This is an optimization exercise on Yosys and OpenROAD, whose aim is small area, a short achievable clock period and few clock cycles per item, not a production implementation. The RTL was checked by simulation tests, not by an equivalence proof against the original design.

<file path="flow/config.mk">
export PLATFORM = sky130hd
export DESIGN_NAME = loop_engine
export DESIGN_NICKNAME = loop_engine
export VERILOG_FILES = /design/flow/design.v
export SDC_FILE = /design/flow/constraint.sdc
export NUM_CORES = 4
export LEC_CHECK = 0
export CAP_MARGIN = 30
export CORE_MARGIN = 2
export CORE_UTILIZATION = 45
export SLEW_MARGIN = 30
export TNS_END_PERCENT = 30
</file>
<file path="flow/constraint.sdc">
create_clock -name core_clock -period 22.0 [get_ports {clk}]
set_input_delay 4.4000 -clock core_clock [delete_from_list [all_inputs] [get_ports {clk}]]
set_output_delay 4.4000 -clock core_clock [all_outputs]
set_load 0.01 [all_outputs]
</file>
<file path="flow/design.v">
module loop_engine (
    input  wire               clk,
    input  wire               rst,         
    input  wire               start,       
    input  wire               init,        
    input  wire               pbsafe,      
    input  wire               run,         
    input  wire               stopping,    
    input  wire               llen,
    input  wire               tren,
    input  wire               trexm,
    input  wire               trlohz,
    input  wire signed [11:0] code,        
    input  wire signed [17:0] isum,        
    input  wire        [15:0] rll,         
    input  wire        [9:0]  linband,
    input  wire        [5:0]  trhyst,
    input  wire        [9:0]  trmaxs,
    input  wire        [15:0] dtrhi,       
    input  wire        [15:0] dtrlo,
    input  wire        [15:0] dmax,
    input  wire        [15:0] dmin,
    input  wire        [15:0] dhwmax,
    input  wire        [15:0] kcl,         
    input  wire        [15:0] ilimt,
    input  wire        [15:0] ilim,        
    input  wire signed [23:0] b0,          
    input  wire signed [23:0] b1,
    input  wire signed [23:0] b2,
    input  wire signed [23:0] a1,          
    input  wire signed [23:0] a2,
    input  wire signed [23:0] a3,
    input  wire signed [23:0] ki,          
    input  wire        [3:0]  bsh,
    input  wire        [4:0]  ish,
    input  wire signed [15:0] imin,        
    input  wire signed [15:0] imax,
    output wire               ready,
    output reg                done,
    output wire        [19:0] word,        
    output reg         [1:0]  tag,
    output wire signed [15:0] eeff_o,
    output wire        [1:0]  trstate,
    output reg                clamphi,
    output reg                clamplo,
    output reg                windup,
    output wire               ilimact,
    output wire        [39:0] integ,       
    output wire        [31:0] yout,        
    output reg                evt_trf,
    output reg                evt_trtof,
    output reg                evt_windf,
    output reg                evt_ilimf,
    output reg                fault_ilim
);
    localparam [1:0] TAG_LIN = 2'd0, TAG_TRHI = 2'd1, TAG_TRLO = 2'd2, TAG_NOSINK = 2'd3;
    localparam [3:0] P_B1 = 4'd0, P_B2 = 4'd1, P_A1 = 4'd2, P_A2 = 4'd3, P_A3 = 4'd4,
                     P_B0 = 4'd5, P_KI = 4'd6, P_KCL = 4'd7, P_LL = 4'd8, P_XM = 4'd9,
                     P_NONE = 4'd15;
    localparam [23:0] RCP125 = 24'd4294968;
    reg signed [39:0] i_q;          
    reg signed [15:0] e1, e2;       
    reg signed [31:0] y1, y2, y3;   
    reg        [19:0] d_prev;       
    reg        [1:0]  tr_q;         
    reg        [9:0]  trn;          
    reg               block_q;      
    reg               clipped_q;
    reg               nosink_q;
    reg        [15:0] ilimn;        
    reg               ilim_q;       
    assign integ   = i_q;
    assign yout    = y1;
    assign word    = d_prev;
    assign trstate = tr_q;
    assign ilimact = ilim_q;
    reg        busy;
    reg [3:0]  ph;
    reg        mode;                
    reg        clr_q;               
    reg        pb_q;                
    assign ready = !busy && !clr_q;
    wire [3:0] pt = mode ? ph - 4'd2 : ph;
    reg signed [31:0] opx;
    reg        [11:0] zb_one, zb_two, zb_neg;    
    reg        [1:0]  sh;           
    reg        [55:0] pr;           
    reg        [1:0]  shp;          
    reg signed [71:0] acc;
    reg signed [15:0] eeff;
    reg               f_gt, f_lt, f_in;          
    reg        [1:0]  tr_n;
    reg               entry_n, forced_n, exit_n, block_n;
    reg signed [39:0] it;           
    reg               clip_n;
    reg        [6:0]  x7;           
    reg        [4:0]  low5;         
    reg               ll_sat, ll_neg;
    reg signed [10:0] d1_q;         
    reg signed [6:0]  d2_q;         
    reg               lmhit_q;      
    reg               trnge_q;      
    reg               pre_q;        
    reg        [9:0]  lb_q;
    reg signed [17:0] isum_q;
    reg        [15:0] ilim_s;
    reg signed [15:0] imin_q, imax_q;
    reg        [3:0]  bsh_q;
    reg               ilim_cq;      
    reg        [4:0]  ish_q;
    reg        [15:0] dmax_q, dmin_q, dhw_q;
    reg        [15:0] dtr_q;        
    assign eeff_o = eeff;
    wire [9:0]  lb    = (linband < 10'd16) ? 10'd16 : linband;
    wire signed [18:0] dsub_q = $signed({isum_q[17], isum_q}) - $signed({3'd0, ilim_s});    
    wire [32:0] bx1 = {opx[31], opx};
    wire [32:0] bx2 = {opx, 1'b0};
    localparam [55:0] BOOTH_C = -(56'h555555 << 32);
    reg  [55:0] prod;
    reg  [32:0] bm;
    integer bi;
    always @(*) begin
        prod = BOOTH_C;
        for (bi = 0; bi < 12; bi = bi + 1) begin
            bm = zb_one[bi] ? bx1 : zb_two[bi] ? bx2 : 33'd0;
            bm = bm ^ {33{zb_neg[bi]}};
            prod = prod + ({23'd0, ~bm[32], bm[31:0]} << (2 * bi)) + ({55'd0, zb_neg[bi]} << (2 * bi));
        end
    end
    wire signed [71:0] prod72 = {{16{pr[55]}}, pr};
    reg  signed [71:0] psh;
    always @(*) begin
        case (shp)
            2'd0:    psh = prod72;
            2'd1:    psh = prod72 <<< 2;
            2'd2:    psh = prod72 <<< 13;
            default: psh = prod72 <<< 16;
        endcase
    end
    wire acc_bias = busy && (mode ? ph == 4'd3 : ph == 4'd2);
    wire acc_we   = busy && (acc_bias || (pt >= 4'd3 && pt <= 4'd9 && !(mode && ph == 4'd4)));
    reg signed [71:0] base;
    always @(*) begin
        if (acc_bias)
            base = 72'sd1 <<< 20;
        else if (pt == 4'd8)
            base = {{16{i_q[39]}}, i_q, 16'h8000};
        else if (pt == 4'd9)
            base = {42'd0, d_prev, 10'd0};
        else
            base = acc;
    end
    wire signed [71:0] acc_n = base + psh;
    reg [3:0] pn;
    always @(*) begin
        pn = P_NONE;
        if (!mode)
            case (ph)
                4'd1: pn = P_B1;  4'd2: pn = P_B2;  4'd3: pn = P_A2;  4'd4: pn = P_A3;
                4'd5: pn = P_B0;  4'd6: pn = P_KI;  4'd7: pn = P_KCL;
                default: ;
            endcase
        else
            case (ph)
                4'd1: pn = P_A1;  4'd2: pn = P_XM;  4'd3: pn = P_B1;  4'd4: pn = P_B2;
                4'd5: pn = P_A2;  4'd6: pn = P_A3;  4'd7: pn = P_B0;  4'd8: pn = P_KI;
                4'd9: pn = P_KCL;
                default: ;
            endcase
    end
    wire signed [15:0] ev   = (pn == P_B2) ? e2 : (pn == P_KI) ? eeff : e1;
    wire        [3:0]  xs   = 4'd15 - ((pn == P_KI) ? ish_q[3:0] : bsh_q);
    wire signed [31:0] esh  = {{16{ev[15]}}, ev} <<< xs;
    reg signed [31:0]  opx_b;
    reg signed [23:0]  opz_n;
    reg                ng_n;
    reg        [1:0]   sh_b;
    always @(*) begin
        opx_b = esh;
        opz_n = b1;
        ng_n  = 1'b0;
        sh_b  = 2'd2;
        case (pn)
            P_B2:  begin opz_n = b2; end
            P_A1:  begin opx_b = y1; opz_n = a1; ng_n = 1'b1; sh_b = 2'd0; end
            P_A2:  begin opx_b = y2; opz_n = a2; ng_n = 1'b1; sh_b = 2'd0; end
            P_A3:  begin opx_b = y3; opz_n = a3; ng_n = 1'b1; sh_b = 2'd0; end
            P_B0:  begin opz_n = b0; end
            P_KI:  begin opz_n = ki; sh_b = ish_q[4] ? 2'd0 : 2'd3; end
            P_KCL: begin opx_b = {{13{dsub_q[18]}}, dsub_q}; opz_n = {8'd0, kcl}; ng_n = 1'b1; sh_b = 2'd1; end
            P_XM:  begin opx_b = {10'd0, pr[26:5]}; opz_n = RCP125; sh_b = 2'd0; end
            default: ;
        endcase
    end
    function [35:0] benc;
        input [23:0] z;
        input        ng;
        reg   [25:0] zz;
        reg   [11:0] o, t, n;
        integer ei;
        begin
            zz = {z[23], z, 1'b0};
            for (ei = 0; ei < 12; ei = ei + 1) begin
                o[ei] = zz[2*ei+1] ^ zz[2*ei];
                t[ei] = (zz[2*ei+2] & ~zz[2*ei+1] & ~zz[2*ei]) | (~zz[2*ei+2] & zz[2*ei+1] & zz[2*ei]);
                n[ei] = (zz[2*ei+2] ^ ng) & (o[ei] | t[ei]);
            end
            benc = {o, t, n};
        end
    endfunction
    wire [35:0] zb_b  = benc(opz_n, ng_n);
    wire [35:0] zb_s  = llen ? benc({8'd0, rll}, isum[17]) : benc(a1, 1'b1);
    wire [35:0] zb_n  = busy ? zb_b : zb_s;
    wire signed [31:0] opx_n = busy ? opx_b : llen ? {{14{isum[17]}}, isum} : y1;
    wire        [1:0]  sh_n  = busy ? sh_b : 2'd0;
    wire        [15:0] ll_q    = pr[44:29];                         
    wire        [6:0]  ll_rem  = x7 + {ll_q[5:0], 1'b0} + ll_q[6:0];    
    wire        [11:0] ll_r    = {ll_rem, low5};                    
    wire               ll_up   = (ll_r > 12'd2000) || (ll_r == 12'd2000 && ll_q[0]);
    wire               ll_over = ll_sat || (ll_neg ? (ll_q == 16'd32768 && ll_up)
                                                   : (ll_q[15] || (ll_q == 16'd32767 && ll_up)));
    wire        [15:0] ll_mag  = ll_over ? (ll_neg ? 16'd32768 : 16'd32767) : ll_q;
    wire               ll_cin  = ll_over ? 1'b0 : ll_up;
    wire        [17:0] ll_opnd = ll_neg ? {2'b0, ll_mag} : ~{2'b0, ll_mag};
    wire signed [17:0] ediff   = {{2{eeff[15]}}, eeff} + $signed(ll_opnd) + {17'd0, ll_neg ? ll_cin : !ll_cin};
    wire signed [15:0] eeff_l  = (ediff > 18'sd32767)  ? 16'sh7fff :
                                 (ediff < -18'sd32768) ? 16'sh8000 : ediff[15:0];
    wire signed [16:0] eabs   = eeff[15] ? -{eeff[15], eeff} : {1'b0, eeff};
    wire signed [16:0] eeff17 = {eeff[15], eeff};
    wire signed [16:0] enot17 = ~eeff17;                                    
    wire               f_gt_c = eeff17 > $signed({7'd0, lb_q});
    wire               f_lt_c = enot17 >= $signed({7'd0, lb_q});
    wire               f_in_c = eabs <= 17'sd1 || eabs <= $signed({{6{d1_q[10]}}, d1_q}) ||
                                eabs <= $signed({{10{d2_q[6]}}, d2_q});
    wire signed [16:0] lbs    = {7'd0, lb_q};
    wire               outband = f_gt || f_lt;
    wire [1:0] tr_in = run ? tr_q : 2'd0;
    reg  [1:0] tr_c;
    reg        entry_c, forced_c, exit_c, block_c;
    always @(*) begin
        tr_c     = tr_in;
        entry_c  = 1'b0;
        forced_c = 1'b0;
        exit_c   = 1'b0;
        block_c  = block_q && outband;
        if (tr_in != 2'd0 && f_in) begin
            tr_c   = 2'd0;
            exit_c = 1'b1;
        end else if (tr_in != 2'd0 && trnge_q) begin
            tr_c     = 2'd0;
            exit_c   = 1'b1;
            forced_c = 1'b1;
            block_c  = outband;
        end else if (tr_in != 2'd0 || (run && tren && !block_c)) begin
            if (f_gt)
                tr_c = 2'd1;
            else if (f_lt)
                tr_c = 2'd2;
            entry_c = (tr_c != tr_in);
        end
    end
    wire signed [15:0] ef_c = (tr_c == 2'd0) ? eeff :
                              f_gt ? lbs[15:0] :
                              f_lt ? -lbs[15:0] : eeff;
    wire signed [50:0] y_t   = acc[71:21];
    wire               y_tie = (acc[20:0] == 21'd0);
    wire signed [31:0] y_c   = (y_t > 51'sh7fff_ffff)  ? 32'sh7fff_ffff :
                               (y_t < -51'sh8000_0000) ? 32'sh8000_0000 :
                               {y_t[31:1], y_t[0] & ~y_tie};
    wire signed [55:0] ai_t   = acc[71:16];
    wire               ai_tie = (acc[15:0] == 16'd0);
    wire signed [39:0] ai_c   = (ai_t > 56'sh7f_ffff_ffff)  ? 40'sh7f_ffff_ffff :
                                (ai_t < -56'sh80_0000_0000) ? 40'sh80_0000_0000 :
                                {ai_t[39:1], ai_t[0] & ~ai_tie};
    wire signed [41:0] pre_v  = $signed({2'b0, d_prev, 18'd0}) - $signed({{2{y1[31]}}, y1, 8'd0});
    wire signed [39:0] pre_c  = (pre_v > 42'sh7f_ffff_ffff) ? 40'sh7f_ffff_ffff :
                                (pre_v < -42'sh80_0000_0000) ? 40'sh80_0000_0000 : pre_v[39:0];
    wire signed [39:0] raw_c  = pre_q ? pre_c : ai_c;
    wire signed [16:0] raw_h  = raw_c[39:23];
    wire               raw_lz = (raw_c[22:0] == 23'd0);
    wire               c_inv  = imin_q > imax_q;                                      
    wire               c_lo   = raw_h < $signed({imin_q[15], imin_q});               
    wire               c_hi   = raw_h > $signed({imax_q[15], imax_q}) ||
                                (raw_h == $signed({imax_q[15], imax_q}) && !raw_lz);  
    wire               c_eqh  = raw_h == $signed({imax_q[15], imax_q}) && raw_lz;   
    wire signed [39:0] ilo    = {{1{imin_q[15]}}, imin_q, 23'd0};
    wire signed [39:0] ihi    = {{1{imax_q[15]}}, imax_q, 23'd0};
    wire signed [39:0] it_c   = (c_inv || (c_hi && !c_lo)) ? ihi : c_lo ? ilo : raw_c;
    wire               clip_c = c_inv ? !c_eqh : (c_lo || c_hi);
    wire signed [41:0] us     = {{2{it[39]}}, it} + {{2{y1[31]}}, y1, 8'h80};
    wire signed [33:0] us_t   = us[41:8];
    wire               us_tie = (us[7:0] == 8'd0);
    wire signed [31:0] u      = (us_t > 34'sh7fff_ffff)  ? 32'sh7fff_ffff :
                                (us_t < -34'sh8000_0000) ? 32'sh8000_0000 :
                                {us_t[31:1], us_t[0] & ~us_tie};
    wire               ilim_c  = ilim_cq;                                    
    wire signed [39:0] clim    = acc[39:0];
    wire signed [39:0] dhw_v   = {10'd0, dhw_q, 14'd0};
    wire signed [39:0] dmax_v  = {10'd0, dmax_q, 14'd0};
    wire signed [39:0] dmin_v  = {10'd0, dmin_q, 14'd0};
    wire        [15:0] dtr     = dtr_q;
    wire signed [39:0] dtr_v   = {10'd0, dtr, 14'd0};
    wire signed [39:0] u_v     = {{8{u[31]}}, u};
    wire               sel_cl  = ilim_c && (clim < dhw_v);                   
    wire signed [39:0] hwcl    = sel_cl ? clim : dhw_v;
    wire               h_lt_M  = hwcl < dmax_v;
    wire               m_lt_h  = dmin_v < hwcl;
    wire               t_lt_h  = dtr_v < hwcl;
    wire               u_ge_h  = u_v >= hwcl;
    wire               u_le_h  = u_v <= hwcl;
    wire               m_lt_M  = dmin_q < dmax_q;
    wire               f_is_m  = m_lt_h && m_lt_M;          
    wire               u_ge_M  = u_v >= dmax_v;
    wire               u_le_M  = u_v <= dmax_v;
    wire               u_le_m  = u_v <= dmin_v;
    wire               ge_ceil = h_lt_M ? u_ge_h : u_ge_M;
    wire               le_ceil = h_lt_M ? u_le_h : u_le_M;
    wire               le_floor = f_is_m ? u_le_m : le_ceil;
    wire               lin     = (tr_n == 2'd0);
    wire               sel_c   = ge_ceil;                   
    wire               sel_f   = !ge_ceil && le_floor;      
    wire               inhib   = sel_c ? (!eeff[15] && eeff != 16'sd0) : sel_f ? eeff[15] : 1'b0;
    wire        [20:0] wu_r    = {1'b0, u[29:10]} + {20'd0, (u[9:0] > 10'h200) || (u[9:0] == 10'h200 && u[10])};
    wire        [19:0] w_u     = u[31] ? 20'd0 : (u[30] || wu_r[20]) ? 20'hFFFFF : wu_r[19:0];
    wire        [20:0] wc_r    = {1'b0, hwcl[29:10]} + {20'd0, (hwcl[9:0] > 10'h200) || (hwcl[9:0] == 10'h200 && hwcl[10])};
    wire        [19:0] w_h     = hwcl[39] ? 20'd0 : wc_r[19:0];
    wire        [19:0] w_M     = {dmax_q, 4'd0};
    wire        [19:0] w_m     = {dmin_q, 4'd0};
    wire        [19:0] w_t     = {dtr, 4'd0};
    wire        [19:0] w_ceil  = h_lt_M ? w_h : w_M;
    wire        [19:0] w_floor = f_is_m ? w_m : w_ceil;
    wire        [19:0] word_c  = !lin ? (t_lt_h ? w_t : w_h) :
                                 sel_c ? w_ceil : sel_f ? w_floor : w_u;
    wire               nosink_c = nosink_q && eeff[15] && !stopping;
    wire        [1:0]  tag_c   = (tr_n == 2'd1) ? TAG_TRHI :
                                 (tr_n == 2'd2) ? (trlohz ? TAG_NOSINK : TAG_TRLO) :
                                 nosink_c ? TAG_NOSINK : TAG_LIN;
    wire do_flags = busy && (mode ? (ph == 4'd5) : (ph == 4'd1));
    wire do_tr    = busy && (mode ? (ph == 4'd6) : (ph == 4'd2));
    wire do_y     = busy && (pt == 4'd8);
    wire last     = busy && (pt == 4'd10);
    always @(posedge clk) begin
        opx    <= opx_n;
        zb_one <= zb_n[35:24];
        zb_two <= zb_n[23:12];
        zb_neg <= zb_n[11:0];
        sh     <= sh_n;
        pr     <= prod;
        shp    <= sh;
        if (acc_we)
            acc <= acc_n;
        if (!busy && start) begin
            eeff    <= {{4{code[11]}}, code};
            d1_q    <= $signed({1'b0, linband}) - $signed({5'd0, trhyst});
            d2_q    <= 7'sd16 - $signed({1'b0, trhyst});
            lmhit_q <= {1'b0, ilimn} + 17'd1 >= {1'b0, ilimt};
            trnge_q <= trn >= trmaxs && trn != 10'd0;
        end
        lb_q    <= lb;
        isum_q  <= isum;
        ilim_s  <= ilim;
        imin_q  <= imin;
        bsh_q   <= bsh;
        ilim_cq <= !dsub_q[18] && dsub_q != 19'sd0;
        ish_q   <= ish;
        imax_q  <= imax;
        dmax_q  <= dmax;
        dmin_q  <= dmin;
        dhw_q   <= dhwmax;
        if (busy && mode && ph == 4'd2) begin
            ll_neg <= isum[17];
            ll_sat <= pr[33:0] >= 34'd131076000;
            low5   <= pr[4:0];
            x7     <= pr[11:5];
        end
        if (busy && mode && ph == 4'd4)
            eeff <= eeff_l;
        if (do_flags) begin
            f_gt <= f_gt_c;
            f_lt <= f_lt_c;
            f_in <= f_in_c;
        end
        if (do_tr) begin
            tr_n     <= tr_c;
            entry_n  <= entry_c;
            forced_n <= forced_c;
            exit_n   <= exit_c;
            block_n  <= block_c;
            pre_q    <= exit_c && trexm;
            dtr_q    <= (tr_c == 2'd1) ? dtrhi : dtrlo;
        end
        it     <= it_c;
        clip_n <= clip_c;
    end
    always @(posedge clk) begin
        done <= 1'b0;
        if (rst) begin
            busy       <= 1'b0;
            ph         <= 4'd0;
            mode       <= 1'b0;
            i_q        <= 40'sd0;
            e1         <= 16'sd0;
            e2         <= 16'sd0;
            y1         <= 32'sd0;
            y2         <= 32'sd0;
            y3         <= 32'sd0;
            d_prev     <= 20'd0;
            tr_q       <= 2'd0;
            trn        <= 10'd0;
            block_q    <= 1'b0;
            clipped_q  <= 1'b0;
            nosink_q   <= 1'b0;
            ilimn      <= 16'd0;
            ilim_q     <= 1'b0;
            clr_q      <= 1'b0;
        end else if (clr_q) begin
            clr_q     <= 1'b0;
            i_q       <= 40'sd0;
            e1        <= 16'sd0;
            e2        <= 16'sd0;
            y1        <= 32'sd0;
            y2        <= 32'sd0;
            y3        <= 32'sd0;
            d_prev    <= 20'd0;
            tr_q      <= 2'd0;
            trn       <= 10'd0;
            block_q   <= 1'b0;
            clipped_q <= 1'b0;
            nosink_q  <= pb_q;
            ilimn     <= 16'd0;
            ilim_q    <= 1'b0;
        end else if (!busy) begin
            if (start) begin
                busy <= 1'b1;
                mode <= llen;
                ph   <= 4'd1;
            end else if (init) begin
                clr_q <= 1'b1;
                pb_q  <= pbsafe;
            end
        end else begin
            ph <= ph + 4'd1;
            if (do_tr) begin
                e2 <= e1;
                e1 <= ef_c;
            end
            if (do_y) begin
                y3 <= y2;
                y2 <= y1;
                y1 <= y_c;
            end
            if (last) begin
                if (lin && !(inhib && !pre_q))
                    i_q <= it;
                d_prev    <= word_c;
                trn       <= lin ? 10'd0 : (tr_q != 2'd0) ? trn + 10'd1 : 10'd1;
                tr_q      <= tr_n;
                block_q   <= block_n;
                nosink_q  <= nosink_c;
                clipped_q <= lin && clip_n;
                ilim_q    <= ilim_c;
                if (ilim_c) begin
                    if (lmhit_q)
                        ilimn <= 16'd0;
                    else
                        ilimn <= ilimn + 16'd1;
                end else
                    ilimn <= 16'd0;
                busy <= 1'b0;
                done <= 1'b1;
            end
        end
    end
    always @(posedge clk) begin
        begin
            fault_ilim <= ilim_c && lmhit_q;
            tag        <= tag_c;
            clamphi    <= lin && (sel_c || (sel_f && !f_is_m));
            clamplo    <= lin && ((sel_c && !f_is_m) || sel_f);
            windup     <= lin && (clip_n || inhib);
            evt_trf    <= entry_n;
            evt_trtof  <= forced_n;
            evt_windf  <= lin && clip_n && !clipped_q;
            evt_ilimf  <= ilim_c && !ilim_q;
        end
    end
endmodule
</file>
<file path="flow/flow/run.sh">
#!/bin/bash
# Standard layout (standard synthesis included), with repair_timing aiming for more
# setup slack than the clock period strictly needs, and plain buffers on the ports.
set -euo pipefail
bash standard.sh SETUP_SLACK_MARGIN=15.3 "BUFFER_PORTS_ARGS=-buffer_cell sky130_fd_sc_hd__buf_1" finish > run_make.log 2>&1
</file>
<file path="flow/standard.sh">
#!/bin/bash
# synth_recipe.tcl (not shown) runs the flow's synth.tcl, then flattens the netlist and writes it again
# the make line also repeats each setting of config.mk as NAME=value (left out here)
make -C /OpenROAD-flow-scripts/flow DESIGN_CONFIG=/design/flow/config.mk WORK_HOME=/design/flow/orfs CLKGATE_MAP_FILE= SYNTH_SCRIPT=/design/flow/synth_recipe.tcl "${@:-finish}"
</file>
==> results of run 1 <==
## cell type report
| class | count | area (um^2) | share of cell area |
|---|---|---|---|
| repair buffers | 806 | 4590 | 0.0587 |
| diodes | 15 | 37.5 | 0.000480 |
| well taps | 2030 | 2540 | 0.0325 |
| multi-input cells | 6576 | 50300 | 0.643 |
| clock inverters | 58 | 838 | 0.0107 |
| clock buffers | 101 | 2260 | 0.0289 |
| inverters | 574 | 2160 | 0.0277 |
| flip-flops and latches | 693 | 15500 | 0.198 |
| repair inverters | 1 | 5.00 | 0.0000640 |
## critical path, delay by kind of cell, from the launching register on
kind / cells / cell delay, ps
AOI/OAI and AO/OA: 9 / 1860
DFF: 1 / 380
xor gates and xnor gates: 2 / 340
adders and majority gates: 6 / 2870
buffers and inverters: 4 / 460
and+or+nand+nor: 4 / 780
## per-layer routing
metal,GRT usage,vias up,share of wire
met5,0,-,0.00033
met4,0.185,10,0.059
met3,0.103,771,0.12
met2,0.552,4107,0.42
met1,0.485,32759,0.40
li1,-,30482,-
## cell usage in the layout, fill, tap and decap left out, drive strengths merged, types with 28 or more instances in the layout
cell and instances:
nor2b 76, nand3 207, o21a 52, nand4 89, nand2b 63, ha 636
dfxtp 545, clkinv 28, edfxtp 148, mux4 41, a222oi 29, a21o 175
fa 310, and2 59, nor3 126, a22oi 316, nor2 474, buf 793
nor4 57, a221oi 58, a22o 37, inv 583, and3 58, o21ai 540
a31oi 71, xor2 319, a21oi 660, mux2 47, o211ai 51, xnor2 396
nand2 985, a211oi 83, mux2i 125, clkbuf 107
## metrics by stage
| stage | hold WS (ps) | setup WS, ps |
|---|---|---|
| final | 345 | 15170 |
| after global routing | 345 | 14950 |
| after CTS | 348 | 15260 |
| after detailed placement | 335 | 13770 |
| after global placement | 325 | 13330 |
| after floorplan | 310 | 15240 |
## logic make-up after synthesis
| family | Yosys count | synth area share |
|---|---|---|
| AO/OA/AOI/OAI | 2354 | 0.219 |
| AND/OR/NAND/NOR | 2311 | 0.154 |
| buffers and inverters | 1142 | 0.0627 |
| adder cells (fa/ha/maj) | 970 | 0.210 |
| XOR/XNOR | 715 | 0.0911 |
| flip-flops | 693 | 0.223 |
| multiplexers | 213 | 0.0393 |
| other | 1 | 0.0000546 |
## sequential cells by signal, summed over array words and instances (netlist names), 16 cells and up, named ones only
signal / cells
pr: 56
ilimn: 16
y3: 32
acc: 72
ilim_s: 16
d_prev: 20
opx: 32
eeff: 16
dhw_q: 16
isum_q: 18
dmin_q: 16
it: 40
i_q: 40
e2: 16
imin_q: 16
e1: 16
y1: 32
y2: 32
dtr_q: 16
imax_q: 16
dmax_q: 16
## path summary, 6_finish.rpt
check,startpoint,endpoint,slack [ps],depth (start not counted)
setup reg to reg,zb_one[6],pr[53],15170,25
setup / recovery,zb_one[6],pr[53],15170,25
hold reg to reg,entry_n,evt_trf,350,0
hold / removal,entry_n,evt_trf,350,0
## timing repair
| item | in CTS | in global routing |
|---|---|---|
| pin swaps | 38 | 31 |
| endpoints found under the hold margin | 0 | 0 |
| buffers inserted | 49 | 23 |
| gates cloned | 17 | 11 |
| resized for setup | 235 | 89 |
| setup endpoints to repair | 152 | 142 |
==> metrics.json, run 1 <==
{
  "number_of_antenna_violations_at_the_first_check_in_global_routing": {"value": 27},
  "worst_path_max_delay_cell": {"value": "fa_1"},
  "hold_class": {"value": "reg -> reg"},
  "route.vias.total": {"value": 68129},
  "io_pins": {"value": 543},
  "synthDominantAreaCellType": {"value": "dfxtp_1"},
  "final_design_area_no_fill": {"value": 0.0782, "unit": "mm^2"},
  "yosysTopAreaCellShare": {"value": 0.159},
  "max_slew_margin": {"value": 0.337},
  "slowest_delay": {"value": 610, "unit": "ps"},
  "inserted_clock_buffers": {"value": 85},
  "die-width": {"value": 395, "unit": "um"},
  "synth-seq-area-share": {"value": 0.223},
  "final_period_utilization": {"value": 0.311},
  "grt-ovfl-total": {"value": 0},
  "grt_usage": {"value": 0.369},
  "main_flop_type_after_synthesis": {"value": "dfxtp_1"},
  "rsz_0062_raised_after_global_routing": {"value": "yes"},
  "timing.setup.critical_path_class": {"value": "reg -> reg"},
  "htree_levels": {"value": 3},
  "arrival": {"value": 7450, "unit": "ps"},
  "post_synth_instance_area": {"value": 0.0687, "unit": "mm^2"},
  "status": {"value": "timing/DRC/antenna clean"},
  "grt_start_max_net_pins": {"value": 94},
  "layout_min_cycle_time": {"value": 6830, "unit": "ps"},
  "synthesis.instances": {"value": 8399},
  "fin_setup_tns": {"value": 0, "unit": "ps"},
  "clockBufferDepth": {"value": 3},
  "max_clock_freq": {"value": 146, "unit": "MHz"},
  "required": {"value": 22610, "unit": "ps"},
  "yosys_warnings": {"value": 1},
  "die_height": {"value": 395, "unit": "um"},
  "clock_latency": {"value": 740, "unit": "ps"},
  "dp_cells": {"value": 10578},
  "cts.sinks": {"value": 693},
  "critPathMaxFanout": {"value": 19},
  "drc": {"value": 0},
  "yosys.cell_types.count": {"value": 94},
  "layout.filler_cells": {"value": 14698},
  "setup.worst_path.start_class": {"value": "flop"},
  "core": {"value": 0.152, "unit": "mm^2"},
  "areaGrowthSynthToFinish": {"value": 13.8, "unit": "%"},
  "first_global_vias": {"value": 65234},
  "cts_root_buffer": {"value": "clkbuf_16"},
  "post_drt_wl_per_cell": {"value": 27.7, "unit": "um"},
  "synth_top_cells_by_area": {"value": "dfxtp_1 (16%), ha_1 (12%), fa_1 (9.0%)"},
  "cts.clk_slew.worst_paths": {"value": 60, "unit": "ps"},
  "detail_route.wirelength": {"value": 300, "unit": "mm"},
  "buffer_ports.inserted": {"value": 542},
  "post_route_cells_drive_above_1_share": {"value": 0.0913},
  "clock-skew-final": {"value": 57.5, "unit": "ps"},
  "final-hold-violation-count": {"value": 0},
  "initial_utilization": {"value": 0.453},
  "nets": {"value": 10103},
  "setup_viol_count_final": {"value": 0},
  "worst_slew_pin_slew": {"value": 983, "unit": "ps"},
  "asyncSetResetFlopFracSynth": {"value": 0},
  "viasPerCell": {"value": 6.28},
  "floorplan.die_area": {"value": 0.156, "unit": "mm^2"},
  "grt_pass1_wl": {"value": 433, "unit": "mm"},
  "fin_util": {"value": 0.515},
  "detailed_place.area": {"value": 0.0728, "unit": "mm^2"},
  "synth-seq-cells": {"value": 693},
  "cp_capture_type": {"value": "flop"},
  "cts.hold.buffers_added": {"value": 0},
  "cap_violations": {"value": 0},
  "synth_commonest_cells": {"value": "nand2_1 (985), a21oi_1 (660), ha_1 (636), inv_1 (572), dfxtp_1 (545)"},
  "place_hpwl": {"value": 225, "unit": "mm"},
  "finish.cell_count_without_fillers": {"value": 10854},
  "std_cell_rows": {"value": 143},
  "drt_first_iter_violations": {"value": 8812},
  "cpMostUsedCell": {"value": "fa_1"},
  "tritoncts": {"value": "done"},
  "globalplace.congestion": {"value": 1.05},
  "post_synth.cell_area_avg": {"value": 8.18, "unit": "um^2"},
  "synth-edff-count": {"value": 148},
  "report.final.slew_viol_count": {"value": 0},
  "detailedRoute.firstPassIterationCount": {"value": 8},
  "post-synth-top-count-cell": {"value": "nand2_1"},
  "drt.antenna.violating_nets": {"value": 0}
}
Testbench counts, summed over its fixed seeds: cycles 231,970, samples 20,000.
==> run 2, diff against run 1 <==
==> flow/flow/run.sh (replaced) <==
#!/bin/bash
# Standard layout (standard synthesis included), with repair_timing aiming for more
# setup slack than the clock period strictly needs, and plain buffers on the ports.
set -euo pipefail
bash standard.sh SETUP_SLACK_MARGIN=15.4 "BUFFER_PORTS_ARGS=-buffer_cell sky130_fd_sc_hd__buf_1" finish > run_make.log 2>&1
==> flow/config.mk (replaced) <==
export PLATFORM = sky130hd
export DESIGN_NAME = loop_engine
export DESIGN_NICKNAME = loop_engine
export VERILOG_FILES = /design/flow/design.v
export SDC_FILE = /design/flow/constraint.sdc
export NUM_CORES = 4
export LEC_CHECK = 0
export ABC_AREA = 1
export CAP_MARGIN = 20
export CORE_MARGIN = 2
export CORE_UTILIZATION = 45
export SLEW_MARGIN = 20
==> metrics.json, run 2 <==
{
  "grt_pass1_wl": {"value": 489, "unit": "mm", "change": "+13%"},
  "synthDominantAreaCellType": {"value": "dfxtp_1"},
  "synth_adder_area_share": {"value": 0.200, "change": "-0.00922"},
  "registers.top_by_ff_count": {"value": "acc"},
  "synth-edff-count": {"value": 148, "change": "unchanged"},
  "seq_area": {"value": 0.0155, "unit": "mm^2", "change": "about the same"},
  "required": {"value": 22540, "unit": "ps", "change": "-70 ps"},
  "final_design_area_no_fill": {"value": 0.0804, "unit": "mm^2", "change": "+2.8%"},
  "path_delay_family": {"value": "compound AO/OA/AOI/OAI gates"},
  "detail_route.wirelength": {"value": 350, "unit": "mm", "change": "+17%"},
  "grt-ovfl-total": {"value": 0, "change": "unchanged"},
  "cts.sinks": {"value": 693, "change": "unchanged"},
  "number_of_antenna_violations_at_the_first_check_in_global_routing": {"value": 24, "change": "-11%"},
  "cells_along_the_critical_path": {"value": "buf_1 -> inv_1 -> o21ai_0 -> a221oi_1 -> nand3_1 -> o21ai_0 -> or2_2 -> nand2_1 -> o21ai_0 -> nand2_1 -> nand3_1 -> o21ai_0"},
  "initial_utilization": {"value": 0.453, "change": "about the same"},
  "cts_root_buffer": {"value": "clkbuf_16"},
  "areaGrowthSynthToFinish": {"value": 13.8, "unit": "%", "change": "about the same"},
  "clock_latency": {"value": 740, "unit": "ps", "change": "about the same"},
  "synth-seq-area-share": {"value": 0.217, "change": "-0.00621"},
  "cap_violations": {"value": 0, "change": "unchanged"},
  "yosys_warnings": {"value": 1, "change": "unchanged"},
  "layout.filler_cells": {"value": 15612, "change": "+6.2%"},
  "synth_commonest_cells": {"value": "nand2_1 (1644), inv_1 (1523), o21ai_0 (1369), a21oi_1 (793), nor2_1 (668)"},
  "post_synth_instance_area": {"value": 0.0707, "unit": "mm^2", "change": "+2.9%"},
  "post_drt_wl_per_cell": {"value": 27.7, "unit": "um", "change": "+0.26%"},
  "setup.worst_path.start_class": {"value": "input pin"},
  "hold_start": {"value": "sh[1]"},
  "final-hold-violation-count": {"value": 0, "change": "unchanged"},
  "floorplan.die_area": {"value": 0.160, "unit": "mm^2", "change": "+2.8%"},
  "core": {"value": 0.156, "unit": "mm^2", "change": "+3.0%"},
  "first_global_vias": {"value": 69790, "change": "+7.0%"},
  "report.final.slew_viol_count": {"value": 0, "change": "unchanged"},
  "status": {"value": "timing/DRC/antenna clean"},
  "synthesis.instances": {"value": 10036, "change": "+19%"},
  "asyncSetResetFlopFracSynth": {"value": 0, "change": "unchanged"},
  "synth-compound-area-share": {"value": 0.217, "change": "-0.00229"},
  "hold_class": {"value": "reg -> reg"},
  "std_cell_rows": {"value": 145, "change": "+1.4%"},
  "cpMostUsedCell": {"value": "o21ai_0"},
  "grt_start_max_net_pins": {"value": 85, "change": "-9.6%"},
  "worst_path_max_delay_cell": {"value": "o21ai_0"},
  "critPathBufInv": {"value": 2, "change": "-2"},
  "cp_capture_type": {"value": "flop"},
  "critPathMaxFanout": {"value": 4, "change": "-15"},
  "clock-skew-final": {"value": 70.0, "unit": "ps", "change": "+12.5 ps"},
  "cts.clk_slew.worst_paths": {"value": 70, "unit": "ps", "change": "about the same"},
  "final_common_cell": {"value": "nand2_1"},
  "multi_input_comb_area": {"value": 0.0487, "unit": "mm^2", "change": "-3.1%"},
  "htree_levels": {"value": 3, "change": "unchanged"},
  "drc": {"value": 0, "change": "unchanged"},
  "post_synth.cell_area_avg": {"value": 7.04, "unit": "um^2", "change": "-14%"},
  "post_route_cells_drive_above_1_share": {"value": 0.0752, "change": "-0.0161"},
  "clockBufferDepth": {"value": 3, "change": "unchanged"},
  "post-synth-top-count-cell": {"value": "nand2_1"},
  "crit-reg2reg-launch": {"value": "opx[21]"},
  "reg_top3": {"value": "acc x72, pr x56"},
  "fin_util": {"value": 0.515, "change": "-0.000569"},
  "route.vias.total": {"value": 76424, "change": "+12%"},
  "max_clock_freq": {"value": 151, "unit": "MHz", "change": "+2.9%"},
  "muxShareOfSynthArea": {"value": 0.00368, "change": "-0.0357"},
  "tritoncts": {"value": "done"},
  "yosys.cell_types.count": {"value": 76, "change": "-19%"},
  "layout_min_cycle_time": {"value": 6640, "unit": "ps", "change": "-190 ps"},
  "post_synth_and_or_nand_nor_area_fraction": {"value": 0.173, "change": "+0.0187"},
  "inserted_clock_buffers": {"value": 85, "change": "unchanged"},
  "detailed_place.area": {"value": 0.0745, "unit": "mm^2", "change": "+2.4%"},
  "drt.antenna.violating_nets": {"value": 0, "change": "unchanged"},
  "rsz_0062_raised_after_global_routing": {"value": "yes"},
  "yosys.area_share.xor_xnor": {"value": 0.0788, "change": "-0.0123"},
  "io_pins": {"value": 543, "change": "unchanged"},
  "synth-seq-cells": {"value": 693, "change": "unchanged"},
  "worst_slew_pin_slew": {"value": 1280, "unit": "ps", "change": "+295 ps"},
  "timing.setup.critical_path_class": {"value": "in -> reg"},
  "main_flop_type_after_synthesis": {"value": "dfxtp_1"},
  "synth_top_cells_by_area": {"value": "dfxtp_1 (15%), ha_1 (11%), o21ai_0 (9.7%)"},
  "place_hpwl": {"value": 269, "unit": "mm", "change": "+19%"},
  "startpoint_of_the_worst_setup_timing_path": {"value": "kcl[3]"},
  "fin_setup_tns": {"value": 0, "unit": "ps", "change": "unchanged"},
  "die-width": {"value": 400, "unit": "um", "change": "+1.4%"},
  "detailedRoute.firstPassIterationCount": {"value": 8, "change": "unchanged"},
  "nets": {"value": 11867, "change": "+17%"},
  "buffer_ports.inserted": {"value": 542, "change": "unchanged"},
  "final_period_utilization": {"value": 0.302, "change": "-0.00865"},
  "yosysTopAreaCellShare": {"value": 0.154, "change": "-0.00441"},
  "final_cell_mix": {"value": "nand2_1 (1618), inv_1 (1475), o21ai_0 (1321), a21oi_1 (771), nor2_1 (653)"},
  "drt_first_iter_violations": {"value": 9804, "change": "+11%"},
  "grt_usage": {"value": 0.413, "change": "+0.0445"},
  "slowest_delay": {"value": 570, "unit": "ps", "change": "-40 ps"},
  "viasPerCell": {"value": 6.05, "change": "-3.6%"},
  "die_height": {"value": 400, "unit": "um", "change": "+1.4%"},
  "setup_viol_count_final": {"value": 0, "change": "unchanged"},
  "largest_register_ff_count": {"value": 72, "change": "unchanged"},
  "cts.hold.buffers_added": {"value": 0, "change": "unchanged"},
  "globalplace.congestion": {"value": 1.08, "change": "+2.9%"},
  "max_slew_margin": {"value": 0.138, "change": "-0.199"},
  "synth_top_family_by_area": {"value": "compound AO/OA/AOI/OAI gates"},
  "arrival": {"value": 7190, "unit": "ps", "change": "-260 ps"}
}
## run 2: changes by cell type in the layout (fill, tap and decap cells not counted), moves of 235 or more
| cell | before | now |
|---|---|---|
| a22oi_1 | 316 | 13 |
| o21ai_0 | 515 | 1321 |
| xor2_1 | 318 | 553 |
| xnor2_1 | 394 | 81 |
| inv_1 | 569 | 1475 |
| nand2_1 | 983 | 1618 |
## run 2: logic make-up after synthesis
| family | Yosys count |
|---|---|
| compound gates | 2765 |
| fa+ha+maj | 946 |
| other cells | 1 |
| mux | 24 |
| flops | 693 |
| simple gates | 2944 |
| xor+xnor | 636 |
| buf+inv | 2027 |
## run 2: worst paths after layout
path / end / cells past startpoint / slack (ps)
worst max-delay path: zb_neg[2] / 12 / 15360
worst max register to register: pr[55] / 20 / 15440
worst min register to register: shp[1] / 0 / 330
worst min-delay path: shp[1] / 0 / 330
## run 2: repair_timing
| item | 4_1_cts | 5_1_grt |
|---|---|---|
| cloned | 7 | 18 |
| setup endpoints to repair | 150 | 153 |
| setup buffers | 82 | 63 |
| hold endpoints to repair | 0 | 0 |
| pin swaps | 10 | 59 |
| resized for setup | 182 | 228 |
## run 2: routing by layer
metal,routed length (um),share of wire,up-vias,global-route usage
met3,50300,0.14,723,0.136
met5,134,0.00038,-,0
met1,148000,0.42,36602,0.595
met2,137000,0.39,4863,0.573
met4,14100,0.040,18,0.138
li1,-,-,34218,-
## run 2: area by class of cell
cell class / count / share of cell area
repair inverters: 5 / 0.000373
clock inverters: 38 / 0.00579
multi-input cells: 7331 / 0.606
repair buffers: 831 / 0.0590
clock buffers: 119 / 0.0302
diodes: 4 / 0.000124
flip-flops and latches: 693 / 0.192
well taps: 2058 / 0.0320
inverters: 1554 / 0.0742
## run 2: worst register-to-register path, delay by kind of cell (launching register included)
kind	cells	cell delay, ps
AO/OA/AOI/OAI	7	1640
XOR/XNOR	2	450
adder cells (fa/ha/maj)	6	2990
buffers and inverters	5	1080
flip-flops	1	330
## run 2: per-stage QoR
stage / std cells / hold slack [ps] / setup WS (ps)
final: 12633 / 331 / 15360
after global routing: 12631 / 348 / 15290
after CTS: 12546 / 328 / 15360
after detailed placement: 12300 / 313 / 13600
after global placement: 12299 / 313 / 13630
after floorplan: 10037 / 310 / 15570

## port drivers added, routing unchanged
In the flow no input, the clock included, has a driving cell. The finished layouts below were timed again as built, in two steps. Step 1 (the two cells are an assumption about what drives the block):
set clk [get_ports {clk}]
set_driving_cell -lib_cell sky130_fd_sc_hd__clkbuf_16 $clk
set_driving_cell -lib_cell sky130_fd_sc_hd__buf_2 [delete_from_list [all_inputs] $clk]
Step 2 also shifts input and output timing later by t, the mid clock arrival at the registers, as if the neighbouring blocks saw the same clock. Slacks: ideal ports / drivers / drivers and shift; pairs: ideal ports / drivers.
run	shift t [ns]	slack for setup (ns)	hold WS [ns]	worst register clock-pin slew, ns
run 1	0.814	15.165 / 15.165 / 15.089	0.345 / 0.345 / 0.345	0.07 / 0.07
run 2	0.778	15.356 / 15.404 / 14.625	0.331 / 0.331 / 0.331	0.07 / 0.07
After both steps setup and hold are still met in every run listed. The setup slack of run 2, which loses most, moves by +0.048 ns with the drivers and by -0.731 ns with both steps.
